From an optimization exercise on the open Yosys and OpenROAD flow, aimed at small area; shortcuts taken in it are not production practice.
The RTL was checked by simulation tests, not by an equivalence proof against the original design.
Power and IR drop assume default switching activity.

willow:
Design pwm3, start of the top module:
module pwm3 (
    input  wire        clk,
    input  wire        rst,         
    input  wire        out_en,
    input  wire [3:0]  port_id,     
    input  wire [14:0] half,        
    input  wire [3:0]  dither,      
    input  wire [10:0] dead,        
    input  wire [15:0] duty_u,
    input  wire [15:0] duty_v,
    input  wire [15:0] duty_w,
    input  wire        trip_n,
    output wire        at_valley,
    output wire        at_peak,
    output wire [5:0]  gates,       
    output reg         hw_trip
);
    wire        run = out_en && !rst;
    reg  [15:0] count;             
    reg         down;              
    reg         ext;               
    reg  [15:0] hp;                
    reg  [4:0]  trip_cnt;
    reg         fresh;             
    assign at_valley = run && ext && !down;
    assign at_peak   = run && ext && down;
    wire [16:0] tog;
    wire [15:0] count_n;
    assign tog[0] = 1'b1;
    genvar i;
    generate
        for (i = 0; i < 16; i = i + 1) begin : g_cnt
            assign count_n[i] = count[i] ^ tog[i];
            assign tog[i+1]   = tog[i] & (count[i] ^ down);
        end
    endgenerate
    wire [3:0]  cm1 = count[3:0] - 4'd1;
    wire        win = (count[15:5] == 11'd0) &&
                      (count[4] ? (count[3:0] == 4'd0) : (count[3:0] != 4'd0));
    wire        last = down ? (count == 16'd1) : (!win && count_n == hp);
    wire        first;             
    wire        hbit;              
    pwm_dither u_dither (
        .clk(clk), .run(run), .half(half), .dither(dither), .port_id(port_id),
        .count(count), .cm1(cm1), .down(down), .ext(ext), .win(win),
        .step(last && down), .first(first), .hbit(hbit)
    );
    wire        hb = down ? hbit : hp[0];
    always @(posedge clk) begin
        if (!run) begin
            count <= 16'd0;
            down  <= 1'b0;
            ext   <= 1'b1;
            hp    <= {1'b0, half};
        end else begin
            count <= count_n;
            ext   <= last;
            if (last) down <= !down;
            if (win) hp <= {hb, hp[15:1]};
        end
    end
    always @(posedge clk) begin
        if (!run) begin
            trip_cnt <= 5'd0;
            hw_trip  <= 1'b0;
        end else begin
            trip_cnt <= trip_n ? 5'd0 : trip_cnt + 5'd1;
            if (!trip_n && trip_cnt == 5'd24)
  ...
Size in the first run: about 1500 cells after synthesis, about 270 flip-flops, ~95 I/O pins, about 0.014 sq mm of cells after synthesis.
clock: 50.0 ns
lec_check: 0
abc_area: 1
cap_margin: 20
core_margin: 2
core_utilization: 60
cts_buf_list: sky130_fd_sc_hd__clkbuf_16
cts_cluster_diameter: 80
cts_cluster_size: 20
place_density: 0.7
slew_margin: 20
run.sh (not shown) runs the stock make flow with config.mk's settings and CLKGATE_MAP_FILE= SYNTH_SCRIPT=/design/flow/synth_recipe.tcl, a recipe that flattens the netlist after the stock synthesis.
Here is what was changed in the inputs of quartz compared with willow.
- CTS_CLUSTER_DIAMETER changed from 80 to 60
- CTS_CLUSTER_SIZE changed from 20 to 14
- CTS_BUF_LIST changed from sky130_fd_sc_hd__clkbuf_16 to sky130_fd_sc_hd__clkbuf_8
==> flow/flow/run.sh (new file) <==
#!/bin/bash
# The standard layout (the standard.sh, unchanged synthesis, floorplan,
# placement, CTS and routing), with the port buffers that global placement
# inserts on every input and output made from the smallest buffer cell.
set -euo pipefail
bash standard.sh finish "BUFFER_PORTS_ARGS=-buffer_cell sky130_fd_sc_hd__buf_1" > standard_flow.log 2>&1
==> flow/standard.sh (new file) <==
#!/bin/bash
# synth_recipe.tcl (not shown) runs the flow's synth.tcl, then flattens the netlist and writes it again
# the make line also repeats each setting of config.mk as NAME=value (left out here)
make -C /OpenROAD-flow-scripts/flow DESIGN_CONFIG=/design/flow/config.mk WORK_HOME=/design/flow/orfs CLKGATE_MAP_FILE= SYNTH_SCRIPT=/design/flow/synth_recipe.tcl "${@:-finish}"
removed: flow/run.sh
Notes after the runs:
- Per the comparison of quartz with willow, sum of met3 wire segment lengths after detailed routing decreased by 150 um relative to the old numbers; post-route DRC violation count saw little to no change; hold slack decreased by 0.0072 ns relative to the old numbers.
- | final period utilization | higher: willow |
- Against willow, quartz reports a setup slack after layout that is higher.

* * *

== harbor ==
Another version of the RTL of pwm3 (not shown whole).
Size: roughly 1500 cells after synthesis, about 270 flip-flops, about 95 I/O pins.
export LEC_CHECK = 0
export ABC_AREA = 1
export CAP_MARGIN = 20
export CORE_MARGIN = 2
export CORE_UTILIZATION = 60
export CTS_BUF_LIST = sky130_fd_sc_hd__clkbuf_8
export CTS_CLUSTER_DIAMETER = 60
export CTS_CLUSTER_SIZE = 14
export PLACE_DENSITY = 0.7
export SLEW_MARGIN = 20
create_clock -name core_clock -period 50.0 [get_ports {clk}]
standard.sh (not shown) runs the stock make flow with config.mk's settings and CLKGATE_MAP_FILE= SYNTH_SCRIPT=/design/flow/synth_recipe.tcl, a recipe that flattens the netlist after the stock synthesis.
==> flow/flow/run.sh <==
#!/bin/bash
# The standard layout (the standard.sh: unchanged synthesis, floorplan,
# placement, CTS and routing), with two changes: the port buffers that global
# placement puts on every input and output are the smallest buffer cell, and
# the clock tree uses clkbuf_8 clusters of at most 14 sinks, without dummy
# loads.
set -euo pipefail
bash standard.sh finish \
    "BUFFER_PORTS_ARGS=-buffer_cell sky130_fd_sc_hd__buf_1" \
    "CTS_ARGS=-sink_clustering_enable -repair_clock_nets -buf_list sky130_fd_sc_hd__clkbuf_8 -sink_clustering_size 14 -sink_clustering_max_diameter 60 -dont_use_dummy_load" \
    > standard_flow.log 2>&1
Relative to harbor, the following input files were edited for delta:
==> flow/run.sh (new file) <==
#!/bin/bash
# synth_recipe.tcl (not shown) runs the flow's synth.tcl, then flattens the netlist and writes it again
# the make line also repeats each setting of config.mk as NAME=value (left out here)
make -C /OpenROAD-flow-scripts/flow DESIGN_CONFIG=/design/flow/config.mk WORK_HOME=/design/flow/orfs CLKGATE_MAP_FILE= SYNTH_SCRIPT=/design/flow/synth_recipe.tcl finish
removed: flow/flow/run.sh
removed: flow/standard.sh
- Comparing clock share of power for delta and harbor, the smaller number came from harbor.
- Higher setup slack after placement goes to harbor over delta.
- Sequential share of layout area: delta vs harbor down 2.4 points
- Clock latency reported for the late side of the worst-skew pair: delta vs harbor up 0.02 ns
For tundra, these inputs were changed with respect to delta:
- changing CORE_UTILIZATION from 60 to 75
- changing PLACE_DENSITY from 0.7 to 0.85
- removing CTS_CLUSTER_DIAMETER (formerly 60)
- removing CTS_BUF_LIST (formerly sky130_fd_sc_hd__clkbuf_8)
- removing CTS_CLUSTER_SIZE (formerly 14)
==> flow/flow/run.sh (new file) <==
#!/bin/bash
# The standard layout (the standard.sh: unchanged synthesis, floorplan,
# placement, CTS and routing), with two changes: the port buffers that global
# placement puts on every input and output are the smallest buffer cell, and
# the clock tree uses clkbuf_8 clusters of at most 14 sinks, without dummy
# loads.
set -euo pipefail
bash standard.sh finish \
    "BUFFER_PORTS_ARGS=-buffer_cell sky130_fd_sc_hd__buf_1" \
    "CTS_ARGS=-sink_clustering_enable -repair_clock_nets -buf_list sky130_fd_sc_hd__clkbuf_8 -sink_clustering_size 14 -sink_clustering_max_diameter 60 -dont_use_dummy_load" \
    > standard_flow.log 2>&1
==> flow/standard.sh (new file) <==
#!/bin/bash
# synth_recipe.tcl (not shown) runs the flow's synth.tcl, then flattens the netlist and writes it again
# the make line also repeats each setting of config.mk as NAME=value (left out here)
make -C /OpenROAD-flow-scripts/flow DESIGN_CONFIG=/design/flow/config.mk WORK_HOME=/design/flow/orfs CLKGATE_MAP_FILE= SYNTH_SCRIPT=/design/flow/synth_recipe.tcl "${@:-finish}"
removed: flow/run.sh
Notes after the runs:
Die footprint: tundra better than delta
Compared with delta, tundra shows a lower reported leakage power.
From delta to tundra the numbers moved as follows: largest fanout on the critical path went up by about 50%, worst setup margin went up by 0.40 ns.
tundra: flop-to-flop setup slack is 0.02 ns lower than what delta reported.
[compare] base=delta new=tundra: fraction of synthesized area in multiplexers roughly the same; clock buffer count lower; initial cell density of the core higher; first-pass GRT wire length lower.

-- port drivers added, routing unchanged --
Ports are ideal in the flow. The routed layouts listed here were re-timed in OpenROAD.
Step 1, drivers: a clkbuf_16 drives clk and a buf_2 each remaining input, both assumed.
Step 2, shift: input delay + t, output delay - t, t = (earliest + latest rising clock arrival at the registers) / 2. This alone moves slack from input paths to output paths.
Slacks: ideal / step 1 / step 2; pairs: ideal / step 1.
run	t (ns)	setup slack, ns	worst hold slack (ns)	clock arrival spread, ns
willow	0.546	28.205 / 28.178 / 28.178	0.477 / 0.477 / 0.477	0.021 / 0.021
quartz	0.601	28.993 / 28.969 / 28.969	0.470 / 0.470 / 0.470	0.016 / 0.016
harbor	0.584	29.025 / 29.000 / 29.000	0.473 / 0.473 / 0.473	0.072 / 0.071
delta	0.619	28.203 / 28.179 / 28.179	0.482 / 0.482 / 0.482	0.021 / 0.021
tundra	0.575	28.604 / 28.578 / 28.578	0.474 / 0.474 / 0.474	0.069 / 0.069
After both steps setup and hold are still met in every run listed. The setup slack of willow, which loses most, moves by -0.027 ns with the drivers and by -0.027 ns with both steps.
